What follows belongs to an exercise in optimizing a design on an open flow for small area, a short achievable clock period and few clock cycles per item; a production flow would make more cautious choices. Only simulation tests tie the RTL to the original design; equivalence was not proved. Power figures rest on the tool's default switching activity, not on a simulated workload.

===== flow/constraint.sdc =====
create_clock -name core_clock -period 26.0 [get_ports {clk}]
set_input_delay 5.2000 -clock core_clock [delete_from_list [all_inputs] [get_ports {clk}]]
set_output_delay 5.2000 -clock core_clock [all_outputs]
set_load 0.01 [all_outputs]

===== flow/run.sh =====
#!/bin/bash
# synth_recipe.tcl (not shown) runs the flow's synth.tcl, then flattens the netlist and writes it again
# the make line also repeats each setting of config.mk as NAME=value (left out here)
make -C /OpenROAD-flow-scripts/flow DESIGN_CONFIG=/design/flow/config.mk WORK_HOME=/design/flow/orfs CLKGATE_MAP_FILE= SYNTH_SCRIPT=/design/flow/synth_recipe.tcl finish

===== flow/design.v =====
module lath_ecc (
    input  wire         clk,
    input  wire         rst,           
    input  wire         in_valid,
    output wire         in_ready,
    input  wire [383:0] in_line,
    output reg          out_valid,
    input  wire         out_ready,
    output reg  [255:0] out_data,      
    output wire [7:0]   out_poison,    
    output wire [3:0]   out_corr,      
    output wire [3:0]   out_ue,        
    output wire [3:0]   out_prd,       
    output reg  [2:0]   out_die,       
    output wire         out_retire,    
    output wire         out_dual,      
    output reg          out_ue_alarm,  
    input  wire [15:0]  limit,         
    input  wire         win_clear,
    input  wire         cnt_clear,
    output wire         busy,
    output wire         erasure,
    output wire [2:0]   retired,
    output wire [23:0]  consec,        
    output reg  [95:0]  win_count,     
    output reg  [95:0]  corr_count,    
    output reg  [15:0]  ue_count,
    output reg  [15:0]  prd_count,
    output reg  [3:0]   ue_run
);
    integer i, k;
    genvar  b;
    reg  [2:0]  retired_q;     
    reg  [2:0]  cdie;          
    reg  [3:0]  ccnt;          
    reg  [15:0] limit_q;       
    reg  [7:0]  ocls;          
    reg         ret_q, dual_q;
    reg         p_any;         
    reg         p_norm;        
    function [15:0] sat_add;
        input [15:0] x;
        input [2:0]  n;
        reg   [3:0]  lo;
        reg   [15:0] s;
        reg   [15:0] p;      
        integer      j;
        begin
            lo = {1'b0, x[2:0]} + {1'b0, n};
            s[2:0] = lo[2:0];
            p[3] = 1'b1;
            for (j = 4; j < 16; j = j + 1)
                p[j] = p[j-1] & x[j-1];
            for (j = 3; j < 16; j = j + 1)
                s[j] = x[j] ^ (lo[3] & p[j]);
            sat_add = (lo[3] & p[15] & x[15]) ? 16'hFFFF : s;
        end
    endfunction
    function ge16;
        input [15:0] a;
        input [15:0] bb;
        reg   [15:0] g0, l0;
        reg   [7:0]  g1, l1;
        reg   [3:0]  g2, l2;
        reg   [1:0]  g3, l3;
        integer      j;
        begin
            g0 = a & ~bb;
            l0 = ~a & bb;
            for (j = 0; j < 8; j = j + 1) begin
                g1[j] = g0[2*j+1] | (~l0[2*j+1] & g0[2*j]);
                l1[j] = l0[2*j+1] | (~g0[2*j+1] & l0[2*j]);
            end
            for (j = 0; j < 4; j = j + 1) begin
                g2[j] = g1[2*j+1] | (~l1[2*j+1] & g1[2*j]);
                l2[j] = l1[2*j+1] | (~g1[2*j+1] & l1[2*j]);
            end
            for (j = 0; j < 2; j = j + 1) begin
                g3[j] = g2[2*j+1] | (~l2[2*j+1] & g2[2*j]);
                l3[j] = l2[2*j+1] | (~g2[2*j+1] & l2[2*j]);
            end
            ge16 = ~(l3[1] | (~g3[1] & l3[0]));
        end
    endfunction
    function [16:0] sub_small;
        input [15:0] x;
        input [2:0]  n;
        reg   [3:0]  lo;
        reg   [15:0] d;
        reg   [15:0] z;      
        integer      j;
        begin
            lo = {1'b0, x[2:0]} - {1'b0, n};
            d[2:0] = lo[2:0];
            z[3] = 1'b1;
            for (j = 4; j < 16; j = j + 1)
                z[j] = z[j-1] & ~x[j-1];
            for (j = 3; j < 16; j = j + 1)
                d[j] = x[j] ^ (lo[3] & z[j]);
            sub_small = {lo[3] & z[15] & ~x[15], d};
        end
    endfunction
    wire [3:0] q_hi  = {ocls[7], ocls[5], ocls[3], ocls[1]};
    wire [3:0] q_lo  = {ocls[6], ocls[4], ocls[2], ocls[0]};
    wire [3:0] q_cln = ~q_hi & ~q_lo;
    wire [3:0] q_loc = ~q_hi &  q_lo;
    wire [3:0] q_ue  =  q_hi & ~q_lo;
    wire [3:0] q_prd =  q_hi &  q_lo;
    wire [2:0] p_die = out_die;
    reg  [2:0] p_nloc, p_nue, p_nprd, p_lafter, p_ue0;
    reg  [1:0] p_ue1;
    reg        p_clean, p_brk;
    always @(*) begin
        p_nloc = 3'd0; p_nue = 3'd0; p_nprd = 3'd0;
        p_lafter = 3'd0; p_ue0 = 3'd0; p_ue1 = 2'd0;
        p_clean = 1'b0; p_brk = 1'b0;
        for (i = 0; i < 4; i = i + 1) begin
            p_nloc = p_nloc + q_loc[i];
            p_nue  = p_nue + q_ue[i];
            p_nprd = p_nprd + q_prd[i];
            if (q_cln[i]) begin
                p_clean  = 1'b1;
                p_lafter = 3'd0;
            end else if (q_loc[i]) begin
                p_lafter = p_lafter + 3'd1;
            end
            if (q_cln[i] | q_loc[i]) begin
                p_brk = 1'b1;
                p_ue1 = 2'd0;
            end else if (q_ue[i]) begin
                if (!p_brk) p_ue0 = p_ue0 + 3'd1;
                else        p_ue1 = p_ue1 + 2'd1;
            end
        end
    end
    wire [3:0] cbase  = (!p_clean && cdie == p_die) ? ccnt : 4'd0;
    wire [4:0] csum   = {1'b0, cbase} + {2'b0, p_lafter};
    wire       cmove  = p_norm && (p_clean || p_lafter != 3'd0);
    wire [3:0] ccnt_n = cmove ? ((csum >= 5'd8) ? 4'd8 : csum[3:0]) : ccnt;
    wire [2:0] cdie_n = (p_norm && p_lafter != 3'd0) ? p_die : cdie;
    reg  [15:0] win_sel, corr_sel;
    always @(*) begin
        win_sel  = 16'h0;
        corr_sel = 16'h0;
        for (k = 0; k < 6; k = k + 1)
            if (p_die == k) begin
                win_sel  = win_count[16*k +: 16];
                corr_sel = corr_count[16*k +: 16];
            end
    end
    wire [15:0] win_new  = sat_add(win_sel, p_nloc);
    wire [15:0] corr_new = sat_add(corr_sel, p_nloc);
    wire [16:0] lim_m  = sub_small(limit_q, p_nloc);
    wire        ge_new = lim_m[16] | ge16(win_sel, lim_m[15:0]);
    wire [4:0] run_sum = {1'b0, ue_run} + {2'b0, p_ue0};
    wire [3:0] run_n   = p_brk ? {2'b0, p_ue1} :
                         (run_sum > 5'd15) ? 4'd15 : run_sum[3:0];
    wire [3:0] run_e   = p_any ? run_n : ue_run;
    reg  [5:0]  meets;
    reg  [2:0]  meet_die;
    reg         m_any, m_two;
    always @(*) begin
        m_any = 1'b0;
        m_two = 1'b0;
        meet_die = 3'd7;
        for (k = 0; k < 6; k = k + 1) begin
            meets[k] = (cdie_n == k && ccnt_n == 4'd8) ||
                       (limit_q != 16'h0 &&
                        ((p_die == k) ? ge_new : ge16(win_count[16*k +: 16], limit_q)));
            if (meets[k]) begin
                m_two = m_two | m_any;
                m_any = 1'b1;
                meet_die = k[2:0];
            end
        end
    end
    wire retire_now = p_norm && m_any && !m_two;
    wire dual_now   = p_norm && m_two;
    wire [2:0] ret_e = retire_now ? meet_die : retired_q;
    wire       ers_e = (ret_e != 3'd7);
    wire [5:0] ret1h;
    generate
        for (b = 0; b < 6; b = b + 1) begin : g_r1h
            assign ret1h[b] = (ret_e == b);
        end
    endgenerate
    wire [5:0]  lraw  [0:3];    
    wire [3:0]  clean;          
    wire [3:0]  pois;           
    wire [15:0] s0b   [0:3];
    generate
        for (b = 0; b < 4; b = b + 1) begin : g_beat
            lath_ecc_beat u_beat (
                .w(in_line[96*b +: 96]), .ers(ers_e), .ret1h(ret1h),
                .clean(clean[b]), .pois(pois[b]), .lraw(lraw[b]), .s0(s0b[b]));
        end
    endgenerate
    wire [5:0] lany = lraw[0] | lraw[1] | lraw[2] | lraw[3];
    reg        two;
    reg  [2:0] ldie;
    always @(*) begin
        two  = 1'b0;
        ldie = 3'd7;
        for (k = 0; k < 6; k = k + 1)
            if (lany[k]) begin
                if (ldie != 3'd7) two = 1'b1;
                ldie = k[2:0];
            end
        if (two) ldie = 3'd7;
    end
    wire [3:0] loc;           
    wire [3:0] ue;            
    generate
        for (b = 0; b < 4; b = b + 1) begin : g_cls
            assign loc[b] = (|lraw[b]) & ~two;
            assign ue[b]  = ~clean[b] & ~pois[b] & ~loc[b];
        end
    endgenerate
    wire [3:0] brk = clean | loc;
    reg [3:0] ue_pre;         
    reg       nobrk;
    always @(*) begin
        nobrk = 1'b1;
        for (i = 0; i < 4; i = i + 1) begin
            ue_pre[i] = ue[i] & nobrk;
            nobrk = nobrk & ~brk[i];
        end
    end
    wire m_ge1 = |ue_pre;
    wire m_ge2 = (ue_pre[0] & (ue_pre[1] | ue_pre[2] | ue_pre[3])) |
                 (ue_pre[1] & (ue_pre[2] | ue_pre[3])) |
                 (ue_pre[2] & ue_pre[3]);
    wire m_ge3 = (ue_pre[0] & ue_pre[1] & (ue_pre[2] | ue_pre[3])) |
                 ((ue_pre[0] | ue_pre[1]) & ue_pre[2] & ue_pre[3]);
    wire m_ge4 = &ue_pre;
    wire n_alarm = (run_e == 4'd7 & m_ge1) | (run_e == 4'd6 & m_ge2) |
                   (run_e == 4'd5 & m_ge3) | (run_e == 4'd4 & m_ge4);
    reg [255:0] n_data;
    always @(*) begin
        for (i = 0; i < 4; i = i + 1)
            for (k = 0; k < 4; k = k + 1) begin
                if ((lraw[i][k] & ~two) | (ret1h[k] & clean[i]))
                    n_data[64*i + 16*k +: 16] = in_line[96*i + 16*k +: 16] ^ s0b[i];
                else if (ret1h[k])
                    n_data[64*i + 16*k +: 16] = 16'h0;
                else
                    n_data[64*i + 16*k +: 16] = in_line[96*i + 16*k +: 16];
            end
    end
    wire [7:0] n_ocls;
    generate
        for (b = 0; b < 4; b = b + 1) begin : g_ocls
            assign n_ocls[2*b +: 2] = pois[b] ? 2'b11 : ue[b] ? 2'b10 :
                                      loc[b] ? 2'b01 : 2'b00;
        end
    endgenerate
    wire hold   = out_valid && !out_ready;
    wire accept = in_valid && !hold;
    assign in_ready = !hold;
    assign busy     = out_valid;
    wire [3:0] oc1 = {ocls[7], ocls[5], ocls[3], ocls[1]};
    wire [3:0] oc0 = {ocls[6], ocls[4], ocls[2], ocls[0]};
    assign out_corr   = ~oc1 & oc0;
    assign out_ue     = oc1 & ~oc0;
    assign out_prd    = oc1 & oc0;
    assign out_poison = {{2{oc1[3]}}, {2{oc1[2]}}, {2{oc1[1]}}, {2{oc1[0]}}};
    assign out_retire = p_norm ? retire_now : ret_q;
    assign out_dual   = p_norm ? dual_now : dual_q;
    assign erasure = (retired_q != 3'd7);
    assign retired = retired_q;
    generate
        for (b = 0; b < 6; b = b + 1) begin : g_consec
            assign consec[4*b +: 4] = (cdie == b) ? ccnt : 4'd0;
        end
    endgenerate
    always @(posedge clk) begin
        limit_q <= limit;
        if (!hold) begin
            out_data     <= n_data;
            ocls         <= n_ocls;
            out_die      <= ldie;
            out_ue_alarm <= n_alarm;
        end
        if (accept) begin
            ret_q  <= 1'b0;
            dual_q <= 1'b0;
        end else if (p_norm) begin
            ret_q  <= retire_now;
            dual_q <= dual_now;
        end
    end
    always @(posedge clk) begin
        if (rst) begin
            out_valid  <= 1'b0;
            p_any      <= 1'b0;
            p_norm     <= 1'b0;
            retired_q  <= 3'd7;
            cdie       <= 3'd0;
            ccnt       <= 4'd0;
            win_count  <= 96'h0;
            corr_count <= 96'h0;
            ue_count   <= 16'h0;
            prd_count  <= 16'h0;
            ue_run     <= 4'h0;
        end else begin
            out_valid <= in_valid || hold;
            p_any     <= accept;
            p_norm    <= accept && !ers_e;
            retired_q <= ret_e;
            if (p_any) begin
                cdie <= cdie_n;
                ccnt <= ccnt_n;
                for (k = 0; k < 6; k = k + 1)
                    if (p_die == k) begin
                        win_count[16*k +: 16]  <= win_new;
                        corr_count[16*k +: 16] <= corr_new;
                    end
                ue_count  <= sat_add(ue_count, p_nue);
                prd_count <= sat_add(prd_count, p_nprd);
                ue_run    <= run_n;
            end else begin
                if (win_clear)
                    win_count <= 96'h0;
                if (cnt_clear) begin
                    corr_count <= 96'h0;
                    ue_count   <= 16'h0;
                    prd_count  <= 16'h0;
                end
            end
        end
    end
endmodule
module lath_ecc_beat (
    input  wire [95:0] w,        
    input  wire        ers,      
    input  wire [5:0]  ret1h,    
    output wire        clean,
    output wire        pois,
    output wire [5:0]  lraw,     
    output wire [15:0] s0
);
    localparam [15:0] POISON0 = 16'h5A5A;
    localparam [15:0] POISON1 = 16'hA5A5;
    localparam [15:0] PE0 = 16'hFFFF;
    localparam [15:0] PE1 = 16'h1111;
    localparam [15:0] PE2 = 16'hDCC6;
    localparam [15:0] PE3 = 16'h5763;
    function [15:0] mul_a;
        input [15:0] v;
        begin
            mul_a = {v[14:0], 1'b0} ^ (v[15] ? 16'h100B : 16'h0000);
        end
    endfunction
    wire [15:0] r0 = w[ 0 +: 16];
    wire [15:0] r1 = w[16 +: 16];
    wire [15:0] r2 = w[32 +: 16];
    wire [15:0] r3 = w[48 +: 16];
    wire [15:0] r4 = w[64 +: 16];
    wire [15:0] r5 = w[80 +: 16];
    assign s0 = r0 ^ r1 ^ r2 ^ r3 ^ r4;
    wire [15:0] s1 = r0 ^ mul_a(r1) ^ mul_a(mul_a(r2)) ^
                     mul_a(mul_a(mul_a(r3))) ^ r5;
    wire [15:0] a1s0 = mul_a(s0);
    wire [15:0] a2s0 = mul_a(a1s0);
    wire [15:0] a3s0 = mul_a(a2s0);
    wire [15:0] d0 = s1 ^ s0;
    wire [15:0] d1 = s1 ^ a1s0;
    wire [15:0] d2 = s1 ^ a2s0;
    wire [15:0] d3 = s1 ^ a3s0;
    wire zs0 = (s0 == 16'h0);
    wire zs1 = (s1 == 16'h0);
    wire zd0 = (d0 == 16'h0);
    wire zd1 = (d1 == 16'h0);
    wire zd2 = (d2 == 16'h0);
    wire zd3 = (d3 == 16'h0);
    wire n_clean = zs0 & zs1;
    wire n_pois  = (s0 == POISON0) & (s1 == POISON1);
    wire e_clean = (ret1h[0] & zd0) | (ret1h[1] & zd1) |
                   (ret1h[2] & zd2) | (ret1h[3] & zd3) |
                   (ret1h[4] & zs1) | (ret1h[5] & zs0);
    wire e_pois  = (ret1h[0] & (d0 == PE0)) | (ret1h[1] & (d1 == PE1)) |
                   (ret1h[2] & (d2 == PE2)) | (ret1h[3] & (d3 == PE3)) |
                   (ret1h[4] & (s1 == POISON1)) |
                   (ret1h[5] & (s0 == POISON0));
    assign clean = ers ? e_clean : n_clean;
    assign pois  = ers ? e_pois  : n_pois;
    assign lraw  = ers ? 6'b0 :
                   {zs0 & ~zs1, ~zs0 & zs1, ~zs0 & zd3, ~zs0 & zd2,
                    ~zs0 & zd1, ~zs0 & zd0};
endmodule

===== flow/config.mk =====
export PLATFORM = sky130hd
export DESIGN_NAME = lath_ecc
export DESIGN_NICKNAME = lath_ecc
export VERILOG_FILES = /design/flow/design.v
export SDC_FILE = /design/flow/constraint.sdc
export NUM_CORES = 8
export LEC_CHECK = 0
export CAP_MARGIN = 20
export CORE_MARGIN = 2
export CORE_UTILIZATION = 40
export SLEW_MARGIN = 20

==> results_dict.tcl, run 1 <==
set metrics [dict create \
    fill_cells 9606 \
    core-area_um2 103000 \
    fp.dieW_um 326 \
    cts.path.max_buffers 3 \
    synth_common_cells "xnor2_1 (658), nor2_1 (401), nand3_1 (357)" \
    die_y_um 326 \
    power_density_nw_per_um2 54.4 \
    synth_top_area_share_pct 19.4 \
    whs_ps 515 \
    dp_hpwl_mm 137 \
    synth_most_common_cell "xnor2_1" \
    crit_path_cell_trace "nor2b_1 -> ha_1 -> ha_1 -> ha_1 -> inv_1 -> ha_1 -> a21oi_1 -> and4_1 -> nand3_1 -> inv_1 -> ha_1 -> or2_2 -> a211o_1 -> nor4b_4 -> o21ai_1 -> a311oi_2 -> nor2_1 -> o31a_1 -> nor3_1 -> a21o_1 -> clkdlybuf4s50_1" \
    tightest_slew_ps 1050 \
    p_leak_nw 20.8 \
    rsz0062_at_grt "no" \
    synth_area_leaders "edfxtp_1 (19%), xnor2_1 (14%), dfxtp_1 (13%)" \
    r2r_start "ocls[7]" \
    avgSynthCellArea_um2 9.28 \
    worst-path-max-fanout 13 \
    crit_family "compound AO/OA/AOI/OAI gates" \
    fp-row-count 118 \
    cpMaxStageDelayCell "a311oi_2" \
    ys_seq_area_share_pct 32.0 \
    switching_share_pct 34.1 \
    crit_top_cell "ha_1" \
    viasPerCell 5.84 \
    start_util_pct 40.2 \
    antenna_found_initial 14 \
    root_buffer "clkbuf_16" \
    maxCapViolCount 0 \
    path_class "reg -> out" \
    max_freq_ghz 0.0780 \
    required_ps 20800 \
    cts_tree "done" \
    clk_latency_ps 650 \
    avgRoutedWirePerCell_um 26.7 \
    synth_edf_count 268 \
    finalSetupViolCount 0 \
    finalNonFillerCells 6796 \
    reg2reg_depth 27 \
    port_buffers 946 \
    timing.rr.end "out_ue_alarm" \
    p_comb_share_pct 36.5 \
    slew_viol_final 0 \
    hold_buffers 0 \
    worstHoldEndpoint "ue_count[2]" \
    ys.flop_type "edfxtp_1" \
    drive_gt1_share_pct 6.16 \
    cpPeakStageDelay_ps 610 \
    grt_overflow_total 0 \
    finalHoldViolations 0 \
    grt_usage_pct 32.8 \
    hold_class "reg -> reg" \
    worstHoldStart "ue_count[2]" \
    placed_area_um2 52600 \
    worstPathArrival_ps 7610 \
    outcome "timing/DRC/antenna clean" \
    routed_wl_mm 181 \
    vias 39686 \
    yosysUniqueCellTypes 110 \
    period_needed_ps 12810 \
    crit_path_end_kind "output port" \
    synthCells 4464 \
    synth_nets 4921 \
    switchingPower_mw 1.02 \
    relSlewSlack_pct 29.3 \
    area_delta_synth_final_pct 32.5 \
    peakVddDrop_uv 37.3 \
    synth_seq_cells 527 \
    dp_cells 6663 \
    cts_htree_levels 3 \
    cp-startpoint "ocls[7]" \
    antenna_left 0 \
    ctsResizeCount 0 \
    fin_crit_sh_pct 49.3 \
    min_delay_path_depth 2 \
    clockPowerShare_pct 32.3 \
    fin_skew_ps 32.9 \
    tns_ps 0 \
    cellInternalPower_mw 1.96 \
    grt_pass1_vias 38453 \
    clkTransAtPathRegs_ps 60 \
    grt_max_degree 91 \
    regArea_um2 13200 \
    final_cell_area_um2 54900 \
    async_flop_share_pct 0 \
    gp_congestion 0.948 \
    cts_buffers 68 \
    first_pass_iters 8 \
    post_synth_instance_area_um2 41400 \
    multi_input_area_um2 27000 \
    clkSinkCount 527 \
    drc_errors 0 \
    dieArea_um2 106000 \
    path_buf_inv 3 \
    power_frac_seq_pct 31.1 \
    drtIter0Drc 3933 \
    r2r_slack_ps 16360 \
    postCtsSetupRepairBufs 0 \
    yosysWarnings 2 \
    synth_top_cell_by_area "edfxtp_1" \
    fin_util_pct 53.2 \
    start_kind "flop" \
    grt_pass1_wl_mm 263 \
    io_pins 947 \
    nets 5810 \
]
[layout make-up]
type / instances / share of cell area (%)
tap: 1380 / 3.15
inverter: 90 / 0.616
clock buffer: 92 / 3.53
antenna: 12 / 0.0547
timing repair buffer: 1062 / 18.8
multi-input combinational: 3604 / 49.2
sequential: 527 / 24.1
clock inverter: 29 / 0.495
[cells by family (layout without fill, tap and decap cells)]
logic type	after synthesis	after routing	synth area share [%]
and+or+nand+nor	1390	1390	17.0
xor gates and xnor gates	1090	1090	27.9
AOI/OAI and AO/OA	971	971	15.3
DFF	527	527	32.0
buffers and inverters	333	1273	3.25
muxes	85	85	2.32
adders and majority gates	68	68	2.15
other	0	12	0
[state kept, by name, indices dropped and copies added, names as in the netlist, 4 cells and up]
| register | cells |
|---|---|
| ccnt | 4 |
| out_data | 256 |
| ue_count | 16 |
| ue_run | 4 |
| corr_count | 96 |
| ocls | 8 |
| limit_q | 16 |
| prd_count | 16 |
| win_count | 96 |
[how the worst max path moves through the flow]
stage                       endpoint  slack, ps  depth (start not counted)
after floorplan             in_ready       9090                          1
after global placement      in_ready      14050                          3
after detailed placement  out_retire      13940                         21
after CTS                 out_retire      13230                         21
after global routing      out_retire      12810                         22
final                     out_retire      13190                         21
[placed cells by master (no fill, tap or decap), types with 17 or more instances in the layout]
cell type / netlist / final
buf_4: 11 / 116
nand2b_1: 60 / 59
and3_1: 37 / 37
inv_1: 81 / 80
nor2_1: 401 / 397
a22oi_1: 180 / 180
nand4_1: 66 / 66
a32oi_1: 20 / 20
nor3_1: 77 / 75
or3_1: 36 / 36
o21ai_1: 132 / 123
xnor2_1: 658 / 658
o22ai_1: 24 / 24
edfxtp_1: 268 / 268
clkbuf_16: 0 / 70
a21o_1: 25 / 25
ha_1: 40 / 40
a31oi_1: 26 / 26
o21ai_0: 227 / 227
nand3_1: 357 / 354
o211ai_1: 20 / 20
nor2b_1: 59 / 59
nor4_1: 39 / 39
a21oi_1: 122 / 122
and2_1: 17 / 17
maj3_1: 17 / 17
o31ai_1: 17 / 17
mux2i_1: 56 / 56
xnor3_1: 141 / 141
xor2_1: 284 / 284
dfxtp_1: 259 / 258
clkdlybuf4s50_1: 0 / 945
nand2_1: 136 / 135
[routing by layer]
| layer | vias to the layer above | share of wire, % | GRT usage [%] |
|---|---|---|---|
| li1 | 18027 | - | - |
| met1 | 19306 | 39 | 39.7 |
| met2 | 1971 | 48 | 56.1 |
| met3 | 380 | 8.7 | 7.47 |
| met4 | 2 | 4.4 | 13.8 |
| met5 | - | 0.0066 | 0 |
[power groups by stage]
| stage | clock network [mW] | logic, mW | registers, mW |
|---|---|---|---|
| 3_5_place_dp | 0 | 1.08 | 0.944 |
| 2_1_floorplan | 0 | 0.694 | 0.958 |
| 6_report | 0.964 | 1.09 | 0.929 |
| 5_1_grt | 1.01 | 1.17 | 0.931 |
| 4_1_cts | 0.978 | 1.08 | 0.928 |
| 3_3_place_gp | 0 | 1.07 | 0.945 |
[metrics by stage]
step	setup slack [ps]	power [mW]
6_report	13190	2.98
5_1_grt	12810	3.11
4_1_cts	13230	2.99
3_5_place_dp	13940	2.02
3_3_place_gp	14050	2.01
2_1_floorplan	9090	1.65
[tightest hold or removal path: stages (launching register included)]
cell     delay, ps
dfxtp_1        330
o21ai_0         80
a21oi_1         60
Testbench counts, summed over its fixed seeds: cycles 24,008, items 24,000.
==> run 2, diff against run 1 <==
==> flow/flow/run.sh (new file) <==
#!/bin/bash
# The standard layout (the standard.sh: ORFS synthesis to final), with the
# port buffers made of sky130_fd_sc_hd__buf_1 instead of the cell buffer_ports
# picks by default. Every port still gets its own buffer.
set -euo pipefail
bash standard.sh "BUFFER_PORTS_ARGS=-buffer_cell sky130_fd_sc_hd__buf_1" finish \
    > standard_flow.log 2>&1
==> flow/standard.sh (new file) <==
#!/bin/bash
# synth_recipe.tcl (not shown) runs the flow's synth.tcl, then flattens the netlist and writes it again
# the make line also repeats each setting of config.mk as NAME=value (left out here)
make -C /OpenROAD-flow-scripts/flow DESIGN_CONFIG=/design/flow/config.mk WORK_HOME=/design/flow/orfs CLKGATE_MAP_FILE= SYNTH_SCRIPT=/design/flow/synth_recipe.tcl "${@:-finish}"
--- a/flow/config.mk
+++ b/flow/config.mk
@@ -9,3 +9,3 @@
 export CORE_MARGIN = 2
-export CORE_UTILIZATION = 40
+export CORE_UTILIZATION = 60
 export SLEW_MARGIN = 20
removed: flow/run.sh
==> run 2 against run 1 <==
  * Still clean
  * Setup slack improved by 350 ps
  * Critical path depth unchanged
  * Utilization rose by 17 points
  * Sequential share of layout area grew 3.4 points
  * Design area down 12%
  * Synthesized cell count is the same
  * Power is 5.2% lower
  * Routed wire length down 7.1%
  * Register-to-register slack lost 20 ps
  * Hold slack lost 9.9 ps
  * Global-route usage up 12 points
  * Via count rose by 3.7%
  * Largest cell class unchanged
  * Highest routed layer unchanged
==> results_dict.tcl, run 2 <==
set metrics [dict create \
    outcome "timing/DRC/antenna clean" \
    power_frac_seq_pct 32.9 \
    final_cell_area_um2 48100 \
    layout_common_cells "buf_1 (945), xnor2_1 (658), nor2_1 (397)" \
    ctsResizeCount 0 \
    yosysUniqueCellTypes 110 \
    hold_class "reg -> reg" \
    cts_buffers 60 \
    reg.largest.list "out_data: 256 flops, corr_count: 96 flops, win_count: 96 flops" \
    postCtsSetupRepairBufs 0 \
    area_delta_synth_final_pct 16.1 \
    slew_viol_final 0 \
    p_leak_nw 18.2 \
    synth_common_cells "xnor2_1 (658), nor2_1 (401), nand3_1 (357)" \
    nets 5789 \
    switchingPower_mw 0.994 \
    worst-path-max-fanout 13 \
    largest_register_ffs 256 \
    synth_top_area_share_pct 19.4 \
    p_comb_share_pct 35.2 \
    synthCells 4464 \
    placed_area_um2 46000 \
    io_pins 947 \
    synth_top_cell_by_area "edfxtp_1" \
    ys_seq_area_share_pct 32.0 \
    ys.flop_type "edfxtp_1" \
    tightest_slew_ps 1210 \
    switching_share_pct 35.2 \
    cellInternalPower_mw 1.83 \
    antenna_found_initial 19 \
    cts_htree_levels 2 \
    fin_skew_ps 20.6 \
    root_buffer "clkbuf_16" \
    hold_buffers 0 \
    gp_congestion 1.04 \
    first_pass_iters 8 \
    fp.dieW_um 267 \
    relSlewSlack_pct 19.4 \
    post_synth_instance_area_um2 41400 \
    setup_ws_ps 13540 \
    finalHoldViolations 0 \
    finalSetupViolCount 0 \
    yosysWarnings 2 \
    synth_area_leaders "edfxtp_1 (19%), xnor2_1 (14%), dfxtp_1 (13%)" \
    fin_crit_sh_pct 47.9 \
    synth_most_common_cell "xnor2_1" \
    peakVddDrop_uv 61.4 \
    antenna_left 0 \
    port_buffers 946 \
    period_needed_ps 12460 \
    tns_ps 0 \
    required_ps 20800 \
    synth_seq_cells 527 \
    drc_errors 0 \
    dieArea_um2 71100 \
    synth_nets 4921 \
    power_density_nw_per_um2 58.8 \
    total_power_mw 2.83 \
    grt_usage_pct 45.1 \
    clockPowerShare_pct 31.9 \
    crit_path_end_kind "output port" \
    dp_hpwl_mm 125 \
    fp-row-count 96 \
    start_kind "flop" \
    avgSynthCellArea_um2 9.28 \
    synth_edf_count 268 \
    start_util_pct 60.5 \
    vias 41162 \
    clk_latency_ps 680 \
    clkSinkCount 527 \
    grt_overflow_total 0 \
    grt_pass1_wl_mm 242 \
    cts.path.max_buffers 3 \
    avgRoutedWirePerCell_um 26.8 \
    async_flop_share_pct 0 \
    die_y_um 267 \
    core-area_um2 68500 \
    drtIter0Drc 5596 \
    top_register "out_data" \
    maxCapViolCount 0 \
    max_freq_ghz 0.0802 \
    viasPerCell 6.55 \
    path_class "reg -> out" \
    drive_gt1_share_pct 5.96 \
    worstPathArrival_ps 7260 \
    clkTransAtPathRegs_ps 70 \
    cts_tree "done" \
    post-place-ws_ps 14380 \
    layout_commonest_cell "buf_1" \
    rsz0062_at_grt "no" \
    grt_max_degree 106 \
    routed_wl_mm 169 \
    grt_pass1_vias 37514 \
]
run 2: cell counts after synthesis:
Identical to the previous run, type by type.
run 2: final cells by class:
class | count | area, µm²
repair buffers | 1049 | 4330
flip-flops and latches | 527 | 13200
inverters | 90 | 338
fillers | 5565 | 20400
diodes | 25 | 62.6
clock buffers | 75 | 1660
multi-input cells | 3604 | 27000
clock inverters | 37 | 387
well taps | 882 | 1100
run 2: stage by stage:
stage          hold WS, ps  util, %  instances
2_1_floorplan          470        -       4464
3_3_place_gp           492     67.2       6152
3_5_place_dp           497     67.2       6152
4_1_cts                502     70.2       6264
5_1_grt                526     70.2       6280
6_report               505     70.2       6289
run 2: cells by family after synthesis:
family                   after synthesis  share of synthesized area, %
multiplexers                          85                          2.32
flip-flops                           527                          32.0
AND/OR/NAND/NOR                     1390                          17.0
adder cells (fa/ha/maj)               68                          2.15
buffers and inverters                333                          3.25
AO/OA/AOI/OAI                        971                          15.3
XOR/XNOR                            1090                          27.9
run 2: worst max-delay path, cell delays in order, from the launching register on:
cell and delay, ps:
edfxtp_1 570, nor2b_1 420, ha_1 310, ha_1 180, ha_1 440, inv_1 140, ha_1 200, a21oi_1 330
and4_1 570, nand3_1 200, inv_1 90, ha_1 240, or2_2 340, a211o_1 300, nor4b_4 300, o21ai_1 270
a311oi_2 590, nor2_1 110, o31a_1 290, nor3_1 180, a21o_1 310, buf_1 190
run 2: layer usage:
metal / wire length [µm] / vias up / share of wire, % / track usage [%]
li1: - / 17997 / - / -
met1: 60600 / 19557 / 36 / 55.7
met2: 74200 / 2934 / 44 / 69.2
met3: 22000 / 668 / 13 / 14.9
met4: 11600 / 6 / 6.9 / 25.9
met5: 163 / - / 0.097 / 1.46
run 2: final timing paths:
check	startpoint	slack (ps)	cells past startpoint	to
setup / recovery	ocls[7]	13540	21	out_retire
hold reg to reg	prd_count[2]	500	2	prd_count[2]
setup reg to reg	ocls[7]	16340	27	out_ue_alarm
hold / removal	prd_count[2]	500	2	prd_count[2]
run 2: power by group through the flow:
stage / Combinational, mW / Sequential, mW / Clock [mW]
floorplan: 0.694 / 0.958 / 0
detailed placement: 0.968 / 0.944 / 0
global route: 1.07 / 0.930 / 0.934
global placement: 0.952 / 0.945 / 0
CTS: 0.976 / 0.927 / 0.903
finish: 0.995 / 0.929 / 0.903
==> run 3, diff against run 2 <==
--- a/flow/design.v
+++ b/flow/design.v
@@ -40,2 +40,3 @@
     reg         p_norm;        
+    reg  [5:0]  p_1h;          
     function [15:0] sat_add;
@@ -140,2 +141,13 @@
     wire [2:0] cdie_n = (p_norm && p_lafter != 3'd0) ? p_die : cdie;
+    reg  [3:0] la_th;
+    always @(*) begin
+        la_th = 4'b0;
+        for (i = 0; i < 4; i = i + 1)
+            if (q_cln[i])      la_th = 4'b0;
+            else if (q_loc[i]) la_th = {la_th[2:0], 1'b1};
+    end
+    wire c8 = cmove ? ((cbase[3]) |
+                       (cbase == 4'd7 & la_th[0]) | (cbase == 4'd6 & la_th[1]) |
+                       (cbase == 4'd5 & la_th[2]) | (cbase == 4'd4 & la_th[3]))
+                    : (ccnt == 4'd8);
     reg  [15:0] win_sel, corr_sel;
@@ -144,7 +156,6 @@
         corr_sel = 16'h0;
-        for (k = 0; k < 6; k = k + 1)
-            if (p_die == k) begin
-                win_sel  = win_count[16*k +: 16];
-                corr_sel = corr_count[16*k +: 16];
-            end
+        for (k = 0; k < 6; k = k + 1) begin
+            win_sel  = win_sel  | ({16{p_1h[k]}} & win_count[16*k +: 16]);
+            corr_sel = corr_sel | ({16{p_1h[k]}} & corr_count[16*k +: 16]);
+        end
     end
@@ -152,3 +163,14 @@
     wire [15:0] corr_new = sat_add(corr_sel, p_nloc);
-    wire [16:0] lim_m  = sub_small(limit_q, p_nloc);
+    wire t_ge1 = |q_loc;
+    wire t_ge2 = (q_loc[0] & (q_loc[1] | q_loc[2] | q_loc[3])) |
+                 (q_loc[1] & (q_loc[2] | q_loc[3])) | (q_loc[2] & q_loc[3]);
+    wire t_ge3 = (q_loc[0] & q_loc[1] & (q_loc[2] | q_loc[3])) |
+                 ((q_loc[0] | q_loc[1]) & q_loc[2] & q_loc[3]);
+    wire t_ge4 = &q_loc;
+    wire [16:0] lim_1 = sub_small(limit_q, 3'd1);
+    wire [16:0] lim_2 = sub_small(limit_q, 3'd2);
+    wire [16:0] lim_3 = sub_small(limit_q, 3'd3);
+    wire [16:0] lim_4 = sub_small(limit_q, 3'd4);
+    wire [16:0] lim_m = t_ge4 ? lim_4 : t_ge3 ? lim_3 : t_ge2 ? lim_2 :
+                        t_ge1 ? lim_1 : {1'b0, limit_q};
     wire        ge_new = lim_m[16] | ge16(win_sel, lim_m[15:0]);
@@ -166,5 +188,5 @@
         for (k = 0; k < 6; k = k + 1) begin
-            meets[k] = (cdie_n == k && ccnt_n == 4'd8) ||
+            meets[k] = (cdie_n == k && c8) ||
                        (limit_q != 16'h0 &&
-                        ((p_die == k) ? ge_new : ge16(win_count[16*k +: 16], limit_q)));
+                        (p_1h[k] ? ge_new : ge16(win_count[16*k +: 16], limit_q)));
             if (meets[k]) begin
@@ -277,2 +299,3 @@
         limit_q <= limit;
+        p_1h    <= two ? 6'b0 : lany;
         if (!hold) begin
==> flow/flow/run.sh (replaced) <==
#!/bin/bash
# The standard layout (the standard.sh: ORFS synthesis to final) with two
# changes in how it is made:
#  - the port buffers are sky130_fd_sc_hd__buf_1 instead of the cell
#    buffer_ports picks by default (every port still gets its own buffer);
#  - ORFS's timing repair (after CTS and after global routing) aims for
#    15 ns of setup slack at the design's 26 ns clock, instead of 0.
# The SDC (clock, I/O delays, loads) is the standard flow's, unchanged.
set -euo pipefail
bash standard.sh \
    "BUFFER_PORTS_ARGS=-buffer_cell sky130_fd_sc_hd__buf_1" \
    "SETUP_SLACK_MARGIN=15" \
    finish > standard_flow.log 2>&1
==> run 3 against run 2 <==
  * Final cell count up 4.0%
  * Die area down 1.6%
  * Count of clock-buffer cells in the layout rose by 12
  * Critical path depth fell by 3
  * Routed wire length rose by 2.1%
  * Critical endpoint unchanged
  * Power increased by 0.90%
  * Register-to-register slack gained 1700 ps
  * Global-route usage increased by 1.8 points
  * Still clean on timing, DRC and antenna
  * Setup slack gained 1500 ps
  * Largest power group unchanged
  * Critical path type unchanged
==> results_dict.tcl, run 3 <==
set metrics [dict create \
    multi_input_area_um2 26500 \
    tns_ps 0 \
    fin_util_pct 71.1 \
    path_class "reg -> out" \
    p_leak_nw 16.5 \
    total_power_mw 2.85 \
    final_cell_area_um2 47800 \
    root_buffer "clkbuf_16" \
    async_flop_share_pct 0 \
    top_register "out_data" \
    placed_area_um2 45200 \
    nets 6072 \
    post_synth_instance_area_um2 40700 \
    area_delta_synth_final_pct 17.3 \
    avgRoutedWirePerCell_um 26.3 \
    core-area_um2 67200 \
    regArea_um2 13400 \
    clk_latency_ps 690 \
    yosysUniqueCellTypes 110 \
    required_ps 20800 \
    synth_top_area_share_pct 19.8 \
    vias 42481 \
    synth_top_cell_by_area "edfxtp_1" \
    synth_most_common_cell "xnor2_1" \
    cts_htree_levels 2 \
    ys_seq_area_share_pct 32.8 \
    yosysWarnings 2 \
    antenna_left 0 \
    fin_skew_ps 39.1 \
    fp-row-count 95 \
    finalSetupViolCount 0 \
    drc_errors 0 \
    grt_usage_pct 47.0 \
    grt_overflow_total 0 \
    crit_path_cell_trace "nand2b_1 -> clkinvlp_4 -> ha_4 -> nand3b_1 -> o211ai_1 -> buf_4 -> nor2_2 -> a221oi_1 -> o31a_1 -> maj3_2 -> a221oi_4 -> nand4_4 -> nand2_2 -> o211ai_2 -> nor4_4 -> xnor2_2 -> o2bb2ai_4 -> buf_2" \
    routed_wl_mm 172 \
    layout_commonest_cell "buf_1" \
    fill_cells 5492 \
    worstPathArrival_ps 5810 \
    power_density_nw_per_um2 59.7 \
    drtIter0Drc 5663 \
    clkTransAtPathRegs_ps 60 \
    fp.dieW_um 265 \
    start_kind "flop" \
    first_pass_iters 8 \
    slew_viol_final 0 \
    cpMaxStageDelayCell "nor4_4" \
    grt_max_degree 169 \
    drive_gt1_share_pct 6.82 \
    synthCells 4750 \
    period_needed_ps 11010 \
    synth_seq_cells 533 \
    tightest_slew_ps 1250 \
    grt_pass1_wl_mm 251 \
    dieArea_um2 70000 \
    synth_common_cells "xnor2_1 (741), nand3_1 (460), xor2_1 (358)" \
    io_pins 947 \
    largest_register_ffs 256 \
    cts_buffers 61 \
    synth_nets 5214 \
    dp_hpwl_mm 126 \
    layout_common_cells "buf_1 (941), xnor2_1 (729), nand3_1 (457)" \
    fin_crit_sh_pct 42.3 \
    clkSinkCount 533 \
    reg.largest.list "out_data: 256 flops, corr_count: 96 flops, win_count: 96 flops" \
    start_util_pct 60.6 \
    hold_buffers 0 \
    finalHoldViolations 0 \
    cpPeakStageDelay_ps 480 \
    crit_path_end_kind "output port" \
    worst-path-max-fanout 12 \
    outcome "timing/DRC/antenna clean" \
    synth_edf_count 268 \
    synth_area_leaders "edfxtp_1 (20%), xnor2_1 (16%), dfxtp_1 (13%)" \
    peakVddDrop_uv 63.0 \
    grt_pass1_vias 38717 \
    die_y_um 265 \
    max_freq_ghz 0.0909 \
    gp_congestion 1.06 \
    avgSynthCellArea_um2 8.57 \
    port_buffers 946 \
    viasPerCell 6.49 \
    ys.flop_type "edfxtp_1" \
    maxCapViolCount 0 \
    hold_class "reg -> reg" \
    cts.path.max_buffers 3 \
    relSlewSlack_pct 16.8 \
    antenna_found_initial 13 \
    cts_tree "done" \
    rsz0062_at_grt "yes" \
]
run 3: cell types whose count changed in the layout (fill, tap and decap cells not counted), sizes merged, moves of 29 or more:
cell	previous run	this run
a22oi	180	108
nor2	404	322
xnor3	141	14
a31oi	28	65
mux2i	57	12
xor2	284	358
a31o	7	36
nand3	357	460
o21ai	359	315
nand2	136	335
a21oi	122	232
xnor2	661	741
maj3	17	51
run 3: critical path: cells and delay by family, from the launching register on:
kind	cells	cell delay, ps
compound gates	6	1430
xor+xnor	1	190
simple gates	6	1600
fa+ha+maj	2	660
flops	1	440
buf+inv	3	810
run 3: final cells by class:
type                    instances  area share [%]
clock buffers                  87            3.79
diodes                         10          0.0524
well taps                     873            2.29
multi-input cells            3878            55.4
inverters                      77           0.629
repair buffers               1057            9.23
flip-flops and latches        533            28.0
clock inverters                26           0.605
run 3: logic make-up after synthesis:
| logic type | synth area share, % |
|---|---|
| compound gates | 15.9 |
| flops | 32.8 |
| xor+xnor | 24.4 |
| buf+inv | 3.28 |
| simple gates | 19.7 |
| mux | 0.737 |
| fa+ha+maj | 3.25 |
run 3: repair_timing:
item / 4_1_cts / 5_1_grt
setup endpoints to repair: 3 / 36
gates resized for setup: 17 / 37
pin swaps: 1 / 5
setup buffers: 8 / 7
gates cloned: 1 / 0
run 3: power by group:
part	total [mW]	internal, mW	switching [mW]	leakage, nW
combinational	0.992	0.388	0.604	10.6
sequential	0.948	0.919	0.0291	4.91
clock	0.912	0.524	0.388	1.03
run 3: per-stage QoR:
step	setup slack [ps]	hold WS, ps	cells
CTS	14980	479	6524
floorplan	13700	500	4750
detailed placement	14470	471	6402
finish	14990	480	6541
global route	14920	498	6538
global placement	14500	468	6402
run 3: path summary, 6_finish.rpt:
check / start / endpoint / slack, ps / cells past startpoint
hold reg to reg: corr_count[14] / corr_count[14] / 480 / 2
setup reg to reg: ocls[2] / out_data[37] / 18080 / 27
setup / recovery: ocls[2] / out_retire / 14990 / 18
hold / removal: corr_count[14] / corr_count[14] / 480 / 2
run 3: metal layers:
layer	vias to the layer above	GRT usage [%]	wire length, µm
li1	18662	-	-
met3	722	15.6	24700
met1	19885	58.3	60900
met5	-	0	71
met4	10	28.6	12900
met2	3202	70.9	73400
Testbench counts of run 3, summed over its fixed seeds: cycles 24,008, items 24,000.
==> run 4, diff against run 3 <==
--- a/flow/design.v
+++ b/flow/design.v
@@ -322,4 +322,2 @@
             ccnt       <= 4'd0;
-            win_count  <= 96'h0;
-            corr_count <= 96'h0;
             ue_count   <= 16'h0;
@@ -335,7 +333,2 @@
                 ccnt <= ccnt_n;
-                for (k = 0; k < 6; k = k + 1)
-                    if (p_die == k) begin
-                        win_count[16*k +: 16]  <= win_new;
-                        corr_count[16*k +: 16] <= corr_new;
-                    end
                 ue_count  <= sat_add(ue_count, p_nue);
@@ -344,6 +337,3 @@
             end else begin
-                if (win_clear)
-                    win_count <= 96'h0;
                 if (cnt_clear) begin
-                    corr_count <= 96'h0;
                     ue_count   <= 16'h0;
@@ -353,2 +343,13 @@
         end
+    end
+    wire        w_zero = rst | !p_any;
+    wire [15:0] win_d  = w_zero ? 16'h0 : win_new;
+    wire [15:0] corr_d = w_zero ? 16'h0 : corr_new;
+    always @(posedge clk) begin
+        for (k = 0; k < 6; k = k + 1) begin
+            if (rst || (p_any ? p_1h[k] : win_clear))
+                win_count[16*k +: 16] <= win_d;
+            if (rst || (p_any ? p_1h[k] : cnt_clear))
+                corr_count[16*k +: 16] <= corr_d;
+        end
     end
--- a/flow/config.mk
+++ b/flow/config.mk
@@ -10,2 +10,4 @@
 export CORE_UTILIZATION = 60
+export CTS_CLUSTER_DIAMETER = 80
+export CTS_CLUSTER_SIZE = 25
 export SLEW_MARGIN = 20
==> run 4 against run 3 <==
  * Still clean
  * Utilization down 1.6 points
  * Global-route usage down 2.4 points
  * Flip-flop and latch count is the same
  * Synthesized area down 0.20%
  * Final cell count fell by 11%
  * First-iteration DRC count down 11%
  * Hold slack is essentially flat
  * Largest power group unchanged
==> results_dict.tcl, run 4 <==
set metrics [dict create \
    top_register "out_data" \
    grt_pass1_vias 34998 \
    power_density_nw_per_um2 61.2 \
    finalSetupViolCount 0 \
    synth_edf_count 460 \
    viasPerCell 6.53 \
    total_power_mw 2.85 \
    outcome "timing/DRC/antenna clean" \
    clkTransAtPathRegs_ps 100 \
    avgRoutedWirePerCell_um 27.7 \
    slew_viol_final 0 \
    wl_met1_mm 59.4 \
    io_pins 947 \
    synth_most_common_cell "xnor2_1" \
    cts_tree "done" \
    first_pass_iters 7 \
    core-area_um2 67200 \
    max_freq_ghz 0.0913 \
    die_y_um 264 \
    synth_top_cell_by_area "edfxtp_1" \
    async_flop_share_pct 0 \
    start_kind "input port" \
    drc_errors 0 \
    synth_nets 4515 \
    cts_buffers 36 \
    tightest_slew_ps 1190 \
    cpPeakStageDelay_ps 250 \
    port_buffers 946 \
    clkSinkCount 533 \
    p_leak_nw 17.0 \
    rsz0062_at_grt "yes" \
    fin_skew_ps 41.1 \
    gp_congestion 1.04 \
    nets 5379 \
    grt_pass1_wl_mm 232 \
    post_synth_instance_area_um2 40600 \
    tns_ps 0 \
    synthCells 4051 \
    met2_wirelength_mm 71.4 \
    worstPathArrival_ps 5750 \
    ys.flop_type "edfxtp_1" \
    dr_wl_met3_mm 20.5 \
    synth_top_area_share_pct 34.0 \
    worst-path-max-fanout 5 \
    root_buffer "clkbuf_16" \
    peakVddDrop_uv 48.3 \
    drtIter0Drc 5019 \
    required_ps 20800 \
    area_delta_synth_final_pct 14.8 \
    relSlewSlack_pct 20.7 \
    setup_ws_ps 15050 \
    finalHoldViolations 0 \
    synth_area_leaders "edfxtp_1 (34%), xnor2_1 (15%), xor2_1 (7.0%)" \
    cts.path.max_buffers 3 \
    grt_max_degree 164 \
    start_util_pct 60.5 \
    clk_latency_ps 600 \
    fp.dieW_um 264 \
    yosysUniqueCellTypes 113 \
    fin_crit_sh_pct 42.1 \
    regArea_um2 15300 \
    antenna_left 0 \
    routed_wl_mm 162 \
    ys_seq_area_share_pct 37.6 \
    reg.largest.list "out_data: 256 flops, corr_count: 96 flops, win_count: 96 flops" \
    fp-row-count 95 \
    crit_path_end_kind "output port" \
    grt_overflow_total 0 \
    path_class "in -> out" \
    whs_ps 481 \
    hold_buffers 0 \
    cpMaxStageDelayCell "nand2b_4" \
    synth_common_cells "xnor2_1 (697), edfxtp_1 (460), o21ai_0 (373)" \
    synth_seq_cells 533 \
    largest_register_ffs 256 \
    layout_commonest_cell "buf_1" \
    vias 38086 \
    dieArea_um2 69800 \
    maxCapViolCount 0 \
    avgSynthCellArea_um2 10.0 \
    hold_class "reg -> reg" \
    crit_path_cell_trace "buf_1 -> nand2b_4 -> buf_2" \
    top_layer "met5" \
    yosysWarnings 2 \
    multi_input_area_um2 24400 \
    cts_htree_levels 2 \
    layout_common_cells "buf_1 (944), xnor2_1 (694), edfxtp_1 (460)" \
    grt_usage_pct 44.6 \
    post-place-ws_ps 14680 \
    antenna_found_initial 16 \
    dp_hpwl_mm 124 \
    drive_gt1_share_pct 5.44 \
    fill_cells 5411 \
    period_needed_ps 10950 \
]
## run 4: final timing paths
path	cells past startpoint	startpoint	endpoint	slack, ps
min reg2reg	2	ue_count[0]	ue_count[0]	480
min	2	ue_count[0]	ue_count[0]	480
max reg2reg	20	ocls[0]	out_data[4]	18420
max	3	out_ready	in_ready	15050
## run 4: critical path, delay by kind of cell
family                 cells  cell delay [ps]
AND/OR/NAND/NOR            1              250
buffers and inverters      2              290
## run 4: what timing repair did
item | 4_1_cts | 5_1_grt
buffers inserted | 9 | 1
pin swaps | 0 | 0
endpoints found under the setup margin | 3 | 259
gates resized for setup | 16 | 23
## run 4: area by class of cell
class	count	share of cell area, %
Antenna cell	18	0.0966
Clock buffer	44	2.11
Clock inverter	20	0.620
Inverter	104	0.850
Multi-Input combinational cell	3219	52.4
Sequential cell	533	32.7
Tap cell	873	2.34
Timing Repair Buffer	1021	8.85
## run 4: through the flow
step | cell area [µm²] | util [%] | cells
floorplan | 40600 | - | 4051
CTS | 46500 | 69.2 | 5813
global route | 46600 | 69.4 | 5823
detailed placement | 45000 | 67.1 | 5740
global placement | 45000 | 67.1 | 5740
finish | 46600 | 69.5 | 5832
## run 4: kinds of logic (layout without fill, tap and decap cells)
group	Yosys count	in the layout	share of synthesized area [%]
other	0	18	0
AO/OA/AOI/OAI	833	833	12.8
AND/OR/NAND/NOR	1096	1096	14.1
flip-flops	533	533	37.6
adder cells (fa/ha/maj)	126	126	3.70
XOR/XNOR	1124	1124	27.7
multiplexers	40	40	1.04
buffers and inverters	299	1189	3.06
## run 4: routing by layer
| metal | GRT usage, % | vias to the layer above |
|---|---|---|
| met5 | 0 | - |
| met4 | 23.8 | 4 |
| met3 | 12.2 | 513 |
| met2 | 68.4 | 2654 |
| met1 | 57.5 | 18434 |
| li1 | - | 16481 |
## run 4: where the power goes
part / internal [mW] / total [mW] / leakage, nW / switching (mW)
logic: 0.450 / 1.16 / 10.9 / 0.705
clock network: 0.294 / 0.649 / 0.612 / 0.355
registers: 0.994 / 1.05 / 5.47 / 0.0562
Testbench counts of run 4, summed over its fixed seeds: cycles 24,008, items 24,000.
==> run 5, diff against run 4 <==
--- a/flow/flow/run.sh
+++ b/flow/flow/run.sh
@@ -1,4 +1,8 @@
 #!/bin/bash
-# The standard layout (the standard.sh: ORFS synthesis to final) with two
-# changes in how it is made:
+# The standard layout (the standard.sh: ORFS synthesis to final) with
+# three changes in how it is made:
+#  - ORFS's synthesis maps the logic with the area-oriented ABC script in
+#    flow/abc_area_map.script (a copy of ORFS's scripts folder is used, with
+#    only abc_speed.script replaced); everything else in the synthesis, and
+#    so every register, is as in the standard synthesis;
 #  - the port buffers are sky130_fd_sc_hd__buf_1 instead of the cell
@@ -9,3 +13,8 @@
 set -euo pipefail
+here=$(pwd)
+rm -rf "$here/orfs_scripts"
+cp -r "$FLOW_HOME/scripts" "$here/orfs_scripts"
+cp "$here/flow/abc_area_map.script" "$here/orfs_scripts/abc_speed.script"
 bash standard.sh \
+    "SCRIPTS_DIR=$here/orfs_scripts" \
     "BUFFER_PORTS_ARGS=-buffer_cell sky130_fd_sc_hd__buf_1" \
==> flow/flow/abc_area_map.script (new file) <==
strash
&get -n
&fraig -x
&put
scorr
dc2
strash
balance
rewrite
refactor
balance
rewrite -z
rewrite -z
balance
refactor -z
rewrite -z
balance
dc2
strash
&get -n
&dch -f
&nf -R 1000
&put
--- a/flow/config.mk
+++ b/flow/config.mk
@@ -9,4 +9,4 @@
 export CORE_MARGIN = 2
-export CORE_UTILIZATION = 60
-export CTS_CLUSTER_DIAMETER = 80
+export CORE_UTILIZATION = 52
+export CTS_CLUSTER_DIAMETER = 70
 export CTS_CLUSTER_SIZE = 25
==> run 5 against run 4 <==
  * Still clean
  * Power up 3.4%
  * Clock power up 11%
  * Hold slack gained 3.5 ps
  * Via count down 7.7%
  * Global-route usage decreased by 4.7 points
  * Routed wire length fell by 8.2%
  * Design area is 5.9% lower
  * Synthesized area fell by 12%
  * Register-to-register slack lost 2400 ps
  * Setup slack worse by 85 ps
  * Count of clock-buffer cells in the layout is 3 higher
==> results_dict.tcl, run 5 <==
set metrics [dict create \
    outcome "timing/DRC/antenna clean" \
    cts_buffers 43 \
    synth_seq_cells 533 \
    fp-row-count 96 \
    io_pins 947 \
    p_leak_nw 15.1 \
    drive_gt1_share_pct 7.52 \
    post_synth_instance_area_um2 35700 \
    cpMaxStageDelayCell "edfxtp_1" \
    routed_wl_mm 149 \
    hold_class "reg -> reg" \
    cts_htree_levels 2 \
    slew_viol_final 0 \
    clk_latency_ps 620 \
    area_delta_synth_final_pct 22.8 \
    synth_edf_count 460 \
    drtIter0Drc 4212 \
    cpPeakStageDelay_ps 440 \
    worst-path-max-fanout 6 \
    maxCapViolCount 0 \
    grt_pass1_wl_mm 212 \
    reg2reg_depth 52 \
    root_buffer "clkbuf_16" \
    synth_top_area_share_pct 38.6 \
    placed_area_um2 41100 \
    path_class "reg -> out" \
    yosysWarnings 2 \
    peakVddDrop_uv 47.9 \
    avgSynthCellArea_um2 9.73 \
    r2r_start "ocls[1]" \
    period_needed_ps 11040 \
    cts_tree "done" \
    nets 5270 \
    total_power_mw 2.95 \
    met1_usage_pct 50.0 \
    setup_ws_ps 14960 \
    crit_path_end_kind "output port" \
    layout_common_cells "buf_1 (942), xnor2_1 (583), edfxtp_1 (460)" \
    use_met2_pct 64.6 \
    top_register "out_data" \
    synth_common_cells "xnor2_1 (621), edfxtp_1 (460), nor2_1 (361)" \
    required_ps 20800 \
    fp.dieW_um 266 \
    grt_max_degree 78 \
    fin_util_pct 64.2 \
    vias 35151 \
    largest_register_ffs 256 \
    met3_usage_pct 10.3 \
    gp_congestion 0.957 \
    reg.largest.list "out_data: 256 flops, corr_count: 96 flops, win_count: 96 flops" \
    synth_nets 4136 \
    fin_crit_sh_pct 42.5 \
    grt_pass1_vias 31865 \
    min_delay_path_depth 2 \
    grt-busiest-layer "met2" \
    dp_hpwl_mm 111 \
    viasPerCell 6.13 \
    fin_skew_ps 34.7 \
    dp_cells 5581 \
    fill_cells 5921 \
    finalHoldViolations 0 \
    power_density_nw_per_um2 67.3 \
    async_flop_share_pct 0 \
    start_kind "flop" \
    synth_area_leaders "edfxtp_1 (39%), xnor2_1 (15%), xor2_1 (6.4%)" \
    max_freq_ghz 0.0906 \
    final_cell_area_um2 43900 \
    yosysUniqueCellTypes 67 \
    hold_buffers 0 \
    antenna_left 0 \
    ys.flop_type "edfxtp_1" \
    synthCells 3672 \
    first_pass_iters 9 \
    clkSinkCount 533 \
    drc_errors 0 \
    worstHoldStart "prd_count[0]" \
    synth_top_cell_by_area "edfxtp_1" \
    layout_commonest_cell "buf_1" \
    tightest_slew_ps 1120 \
    relSlewSlack_pct 25.2 \
    avgRoutedWirePerCell_um 25.9 \
    multi_input_area_um2 20900 \
    ys_seq_area_share_pct 42.7 \
    die_y_um 266 \
    synth_most_common_cell "xnor2_1" \
    port_buffers 946 \
    worstPathArrival_ps 5840 \
    core-area_um2 68300 \
    finalNonFillerCells 5734 \
    start_util_pct 52.3 \
    grt_overflow_total 0 \
    antenna_found_initial 13 \
    regArea_um2 15300 \
    rsz0062_at_grt "yes" \
    cp-startpoint "ocls[1]" \
    cts.path.max_buffers 3 \
    whs_ps 484 \
    dieArea_um2 70900 \
    grt_usage_pct 39.9 \
    finalSetupViolCount 0 \
    tns_ps 0 \
    post-place-ws_ps 14020 \
    clkTransAtPathRegs_ps 80 \
]
-- run 5: cell types whose count changed in the layout (fill, tap and decap cells not counted), sizes merged, moves of 95 or more --
cell    before  now
clkinv      13  112
nand3      339   71
xnor3       95    0
o21ai      384  267
a21oi      111  345
nor2       137  361
-- run 5: path summary, 6_finish.rpt --
path | end | slack, ps
setup / recovery | out_retire | 14960
hold / removal | prd_count[0] | 480
setup reg to reg | out_data[83] | 16000
hold reg to reg | prd_count[0] | 480
-- run 5: worst max-delay path, delay by kind of cell, from the launching register on --
kind | cells | cell delay, ps
compound gates | 17 | 2400
simple gates | 12 | 1670
flops | 1 | 440
buf+inv | 5 | 700
-- run 5: layout make-up --
cell class | instances | area share, %
multi-input cells | 3030 | 47.6
flip-flops and latches | 533 | 34.8
repair buffers | 1094 | 10.7
clock buffers | 47 | 2.58
well taps | 882 | 2.52
inverters | 104 | 0.935
clock inverters | 33 | 0.858
diodes | 11 | 0.0627
-- run 5: where the power goes --
group          switching [mW]  internal (mW)
Combinational           0.749          0.438
Clock                   0.380          0.341
Sequential             0.0437           1.00
Total                    1.17           1.78
-- run 5: what timing repair did --
| item | in CTS | in global routing |
|---|---|---|
| buffers inserted | 30 | 31 |
| gates resized for setup | 45 | 130 |
| gates cloned | 0 | 0 |
| pin swaps | 11 | 29 |
| endpoints found under the setup margin | 213 | 242 |
-- run 5: logic make-up after synthesis --
family                     share of synthesized area (%)
muxes                                              0.396
DFF                                                 42.7
adders and majority gates                           2.96
buffers and inverters                               1.20
and+or+nand+nor                                     14.6
AOI/OAI and AO/OA                                   16.4
xor gates and xnor gates                            21.7
-- run 5: layer usage --
| layer | share of wire, % | vias to the layer above | wire (µm) |
|---|---|---|---|
| met4 | 5.2 | 8 | 7740 |
| met5 | 0.033 | - | 49 |
| li1 | - | 15891 | - |
| met3 | 11 | 394 | 16000 |
| met1 | 37 | 16735 | 54900 |
| met2 | 47 | 2123 | 69900 |
==> run 6, diff against run 5 <==
--- a/flow/design.v
+++ b/flow/design.v
@@ -40,2 +40,6 @@
     reg         p_norm;        
+    reg  [3:0]  p_th;          
+    reg  [3:0]  la_th;         
+    reg         p_clean;       
+    reg         ov_rdy;        
     reg  [5:0]  p_1h;          
@@ -110,9 +114,9 @@
     wire [2:0] p_die = out_die;
-    reg  [2:0] p_nloc, p_nue, p_nprd, p_lafter, p_ue0;
+    reg  [2:0] p_nloc, p_nue, p_nprd, p_ue0;
     reg  [1:0] p_ue1;
-    reg        p_clean, p_brk;
+    reg        p_brk;
     always @(*) begin
         p_nloc = 3'd0; p_nue = 3'd0; p_nprd = 3'd0;
-        p_lafter = 3'd0; p_ue0 = 3'd0; p_ue1 = 2'd0;
-        p_clean = 1'b0; p_brk = 1'b0;
+        p_ue0 = 3'd0; p_ue1 = 2'd0;
+        p_brk = 1'b0;
         for (i = 0; i < 4; i = i + 1) begin
@@ -121,8 +125,2 @@
             p_nprd = p_nprd + q_prd[i];
-            if (q_cln[i]) begin
-                p_clean  = 1'b1;
-                p_lafter = 3'd0;
-            end else if (q_loc[i]) begin
-                p_lafter = p_lafter + 3'd1;
-            end
             if (q_cln[i] | q_loc[i]) begin
@@ -136,2 +134,4 @@
     end
+    wire [2:0] p_lafter = la_th[3] ? 3'd4 : la_th[2] ? 3'd3 : la_th[1] ? 3'd2 :
+                          la_th[0] ? 3'd1 : 3'd0;
     wire [3:0] cbase  = (!p_clean && cdie == p_die) ? ccnt : 4'd0;
@@ -141,9 +141,2 @@
     wire [2:0] cdie_n = (p_norm && p_lafter != 3'd0) ? p_die : cdie;
-    reg  [3:0] la_th;
-    always @(*) begin
-        la_th = 4'b0;
-        for (i = 0; i < 4; i = i + 1)
-            if (q_cln[i])      la_th = 4'b0;
-            else if (q_loc[i]) la_th = {la_th[2:0], 1'b1};
-    end
     wire c8 = cmove ? ((cbase[3]) |
@@ -163,8 +156,6 @@
     wire [15:0] corr_new = sat_add(corr_sel, p_nloc);
-    wire t_ge1 = |q_loc;
-    wire t_ge2 = (q_loc[0] & (q_loc[1] | q_loc[2] | q_loc[3])) |
-                 (q_loc[1] & (q_loc[2] | q_loc[3])) | (q_loc[2] & q_loc[3]);
-    wire t_ge3 = (q_loc[0] & q_loc[1] & (q_loc[2] | q_loc[3])) |
-                 ((q_loc[0] | q_loc[1]) & q_loc[2] & q_loc[3]);
-    wire t_ge4 = &q_loc;
+    wire t_ge1 = p_th[0];
+    wire t_ge2 = p_th[1];
+    wire t_ge3 = p_th[2];
+    wire t_ge4 = p_th[3];
     wire [16:0] lim_1 = sub_small(limit_q, 3'd1);
@@ -241,2 +232,9 @@
     wire [3:0] brk = clean | loc;
+    reg  [3:0] n_la_th;
+    always @(*) begin
+        n_la_th = 4'b0;
+        for (i = 0; i < 4; i = i + 1)
+            if (clean[i])    n_la_th = 4'b0;
+            else if (loc[i]) n_la_th = {n_la_th[2:0], 1'b1};
+    end
     reg [3:0] ue_pre;         
@@ -280,3 +278,3 @@
     wire accept = in_valid && !hold;
-    assign in_ready = !hold;
+    assign in_ready = !ov_rdy || out_ready;
     assign busy     = out_valid;
@@ -300,2 +298,10 @@
         p_1h    <= two ? 6'b0 : lany;
+        p_th[0] <= |loc;
+        p_th[1] <= (loc[0] & (loc[1] | loc[2] | loc[3])) |
+                   (loc[1] & (loc[2] | loc[3])) | (loc[2] & loc[3]);
+        p_th[2] <= (loc[0] & loc[1] & (loc[2] | loc[3])) |
+                   ((loc[0] | loc[1]) & loc[2] & loc[3]);
+        p_th[3] <= &loc;
+        p_clean <= |clean;
+        la_th   <= n_la_th;
         if (!hold) begin
@@ -317,2 +323,3 @@
             out_valid  <= 1'b0;
+            ov_rdy     <= 1'b0;
             p_any      <= 1'b0;
@@ -327,2 +334,3 @@
             out_valid <= in_valid || hold;
+            ov_rdy    <= (in_valid && in_ready) || (ov_rdy && !out_ready);
             p_any     <= accept;
--- a/flow/flow/run.sh
+++ b/flow/flow/run.sh
@@ -10,3 +10,3 @@
 #  - ORFS's timing repair (after CTS and after global routing) aims for
-#    15 ns of setup slack at the design's 26 ns clock, instead of 0.
+#    15.3 ns of setup slack at the design's 26 ns clock, instead of 0.
 # The SDC (clock, I/O delays, loads) is the standard flow's, unchanged.
@@ -20,3 +20,3 @@
     "BUFFER_PORTS_ARGS=-buffer_cell sky130_fd_sc_hd__buf_1" \
-    "SETUP_SLACK_MARGIN=15" \
+    "SETUP_SLACK_MARGIN=15.3" \
     finish > standard_flow.log 2>&1
==> run 6 against run 5 <==
  * Final cell count is 1.2% lower
  * Design area decreased by 0.49%
  * Largest cell class unchanged
  * Setup slack improved by 280 ps
  * Combinational power about the same
  * First-iteration DRC count fell by 2.4%
  * Critical path depth decreased by 31
  * Utilization fell by 0.65 points
  * Largest power group unchanged
  * Synthesized cell count down 1.7%
  * Synthesized area grew 0.97%
  * Sequential power hardly changed
  * Non-clock buffer count is 45 lower
  * Clock skew up 3.1 ps
==> results_dict.tcl, run 6 <==
set metrics [dict create \
    dp_hpwl_mm 111 \
    antenna_left 0 \
    cts.path.max_buffers 3 \
    hold_buffers 0 \
    synth_top_cell_by_area "edfxtp_1" \
    outcome "timing/DRC/antenna clean" \
    start_kind "input port" \
    avgRoutedWirePerCell_um 26.0 \
    synth_most_common_cell "xnor2_1" \
    switching_share_pct 39.2 \
    synthCells 3610 \
    grt_pass1_vias 31402 \
    area_delta_synth_final_pct 21.0 \
    synth_top_area_share_pct 38.3 \
    layout_commonest_cell "buf_1" \
    antenna_found_initial 7 \
    reg.largest.list "out_data: 256 flops, corr_count: 96 flops, win_count: 96 flops" \
    synth_nets 4071 \
    core-area_um2 68700 \
    p_leak_nw 14.8 \
    gp_congestion 0.986 \
    p_comb_share_pct 40.1 \
    relSlewSlack_pct 25.0 \
    yosysUniqueCellTypes 68 \
    cts_htree_levels 2 \
    grt_overflow_total 0 \
    clkSinkCount 543 \
    fin_crit_sh_pct 41.4 \
    grt_max_degree 148 \
    path_class "in -> out" \
    fill_cells 6042 \
    root_buffer "clkbuf_16" \
    start_util_pct 52.5 \
    post_synth_instance_area_um2 36100 \
    regArea_um2 15500 \
    fp-row-count 96 \
    drtIter0Drc 4109 \
    nets 5158 \
    async_flop_share_pct 0 \
    grt_pass1_wl_mm 208 \
    switchingPower_mw 1.16 \
    synth_edf_count 460 \
    drc_errors 0 \
    worst-path-max-fanout 2 \
    cts_tree "done" \
    vias 34749 \
    ys.flop_type "edfxtp_1" \
    cellInternalPower_mw 1.79 \
    worstPathArrival_ps 5560 \
    cpPeakStageDelay_ps 140 \
    power_density_nw_per_um2 67.6 \
    io_pins 947 \
    die_y_um 267 \
    cpMaxStageDelayCell "nand2b_4" \
    first_pass_iters 9 \
    max_freq_ghz 0.0929 \
    ys_seq_area_share_pct 42.9 \
    path_buf_inv 2 \
    crit_family "buffers and inverters" \
    finalSetupViolCount 0 \
    hold_class "reg -> reg" \
    fp.dieW_um 267 \
    largest_register_ffs 256 \
    maxCapViolCount 0 \
    crit_path_cell_trace "buf_1 -> nand2b_4 -> buf_6" \
    finalHoldViolations 0 \
    drive_gt1_share_pct 5.86 \
    required_ps 20800 \
    synth_area_leaders "edfxtp_1 (38%), xnor2_1 (15%), xor2_1 (7.2%)" \
    top_register "out_data" \
    slew_viol_final 0 \
    port_buffers 946 \
    dieArea_um2 71500 \
    synth_seq_cells 543 \
    rsz0062_at_grt "yes" \
    multi_input_area_um2 20700 \
    clk_latency_ps 610 \
    tightest_slew_ps 1130 \
    power_frac_seq_pct 36.3 \
    crit_path_end_kind "output port" \
    routed_wl_mm 147 \
    grt_usage_pct 39.1 \
    clockPowerShare_pct 23.6 \
    fin_util_pct 63.5 \
    viasPerCell 6.13 \
    yosysWarnings 2 \
    peakVddDrop_uv 59.6 \
    layout_common_cells "buf_1 (943), xnor2_1 (579), edfxtp_1 (460)" \
    avgSynthCellArea_um2 10.0 \
    fin_skew_ps 37.8 \
    cts_buffers 40 \
    tns_ps 0 \
    clkTransAtPathRegs_ps 90 \
    synth_common_cells "xnor2_1 (609), edfxtp_1 (460), a21oi_1 (314)" \
    period_needed_ps 10760 \
]
run 6: cell types whose count changed in the layout (fill, tap and decap cells not counted), sizes merged, moves of 34 or more:
cell    change
a311oi     +84
buf        -42
nand3      +38
nand3b     +34
nor2      -155
o21ai      -42
xor2       +35
run 6: final cells by class:
type / count / area share, %
multi-input cells: 2950 / 47.5
diodes: 5 / 0.0287
repair buffers: 1049 / 10.1
inverters: 112 / 1.03
clock buffers: 46 / 2.44
clock inverters: 28 / 0.797
flip-flops and latches: 543 / 35.5
repair inverters: 1 / 0.0201
well taps: 931 / 2.67
run 6: worst paths after layout:
kind	start	end	slack, ps	depth (start not counted)
worst max-delay path	out_ready	in_ready	15240	3
worst min register to register	ue_count[0]	ue_count[0]	490	2
worst min-delay path	ue_count[0]	ue_count[0]	490	2
worst max register to register	limit_q[1]	out_ue_alarm	16200	44
run 6: power groups by stage:
stage / logic (mW) / registers (mW) / clock network (mW)
final: 1.18 / 1.07 / 0.698
after CTS: 1.14 / 1.07 / 0.704
after global routing: 1.27 / 1.07 / 0.729
after detailed placement: 1.13 / 1.09 / 0
after floorplan: 0.727 / 1.11 / 0
after global placement: 1.12 / 1.09 / 0
run 6: per-layer routing:
layer / track usage [%] / share of wire [%]
met1: 50.5 / 38
met5: 0 / 0.0082
met3: 9.03 / 11
met2: 63.9 / 47
met4: 14.9 / 4.4
run 6: stage by stage:
| step | worst slack, ps | area (µm²) | power (mW) | hold WS [ps] | instances |
|---|---|---|---|---|---|
| 6_report | 15240 | 43700 | 2.95 | 493 | 5665 |
| 5_1_grt | 15040 | 43700 | 3.07 | 515 | 5665 |
| 4_1_cts | 15250 | 43200 | 2.91 | 495 | 5644 |
| 3_5_place_dp | 13970 | 41500 | 2.21 | 482 | 5559 |
| 3_3_place_gp | 14190 | 41500 | 2.21 | 471 | 5559 |
| 2_1_floorplan | 14670 | 36100 | 1.83 | 498 | 3610 |
run 6: timing repair:
action,CTS,global route
pin swaps,9,18
resized for setup,52,76
gates cloned,0,1
setup endpoints to repair,99,49
buffers inserted,11,15
run 6: kinds of logic after synthesis:
family          Yosys count  synth area share (%)
simple gates           1017                  14.1
compound gates          943                  16.8
xor+xnor                907                  22.0
flops                   543                  42.9
buf+inv                 117                  1.27
fa+ha+maj                77                  2.75
mux                       6                 0.173
run 6: worst register-to-register path: cells and delay by family, from the launching register on:
family	cells	cell delay, ps
AOI/OAI and AO/OA	20	3090
DFF	1	410
buffers and inverters	4	890
adders and majority gates	6	2190
and+or+nand+nor	14	2980
Testbench counts of run 6, summed over its fixed seeds: cycles 24,008, items 24,000.
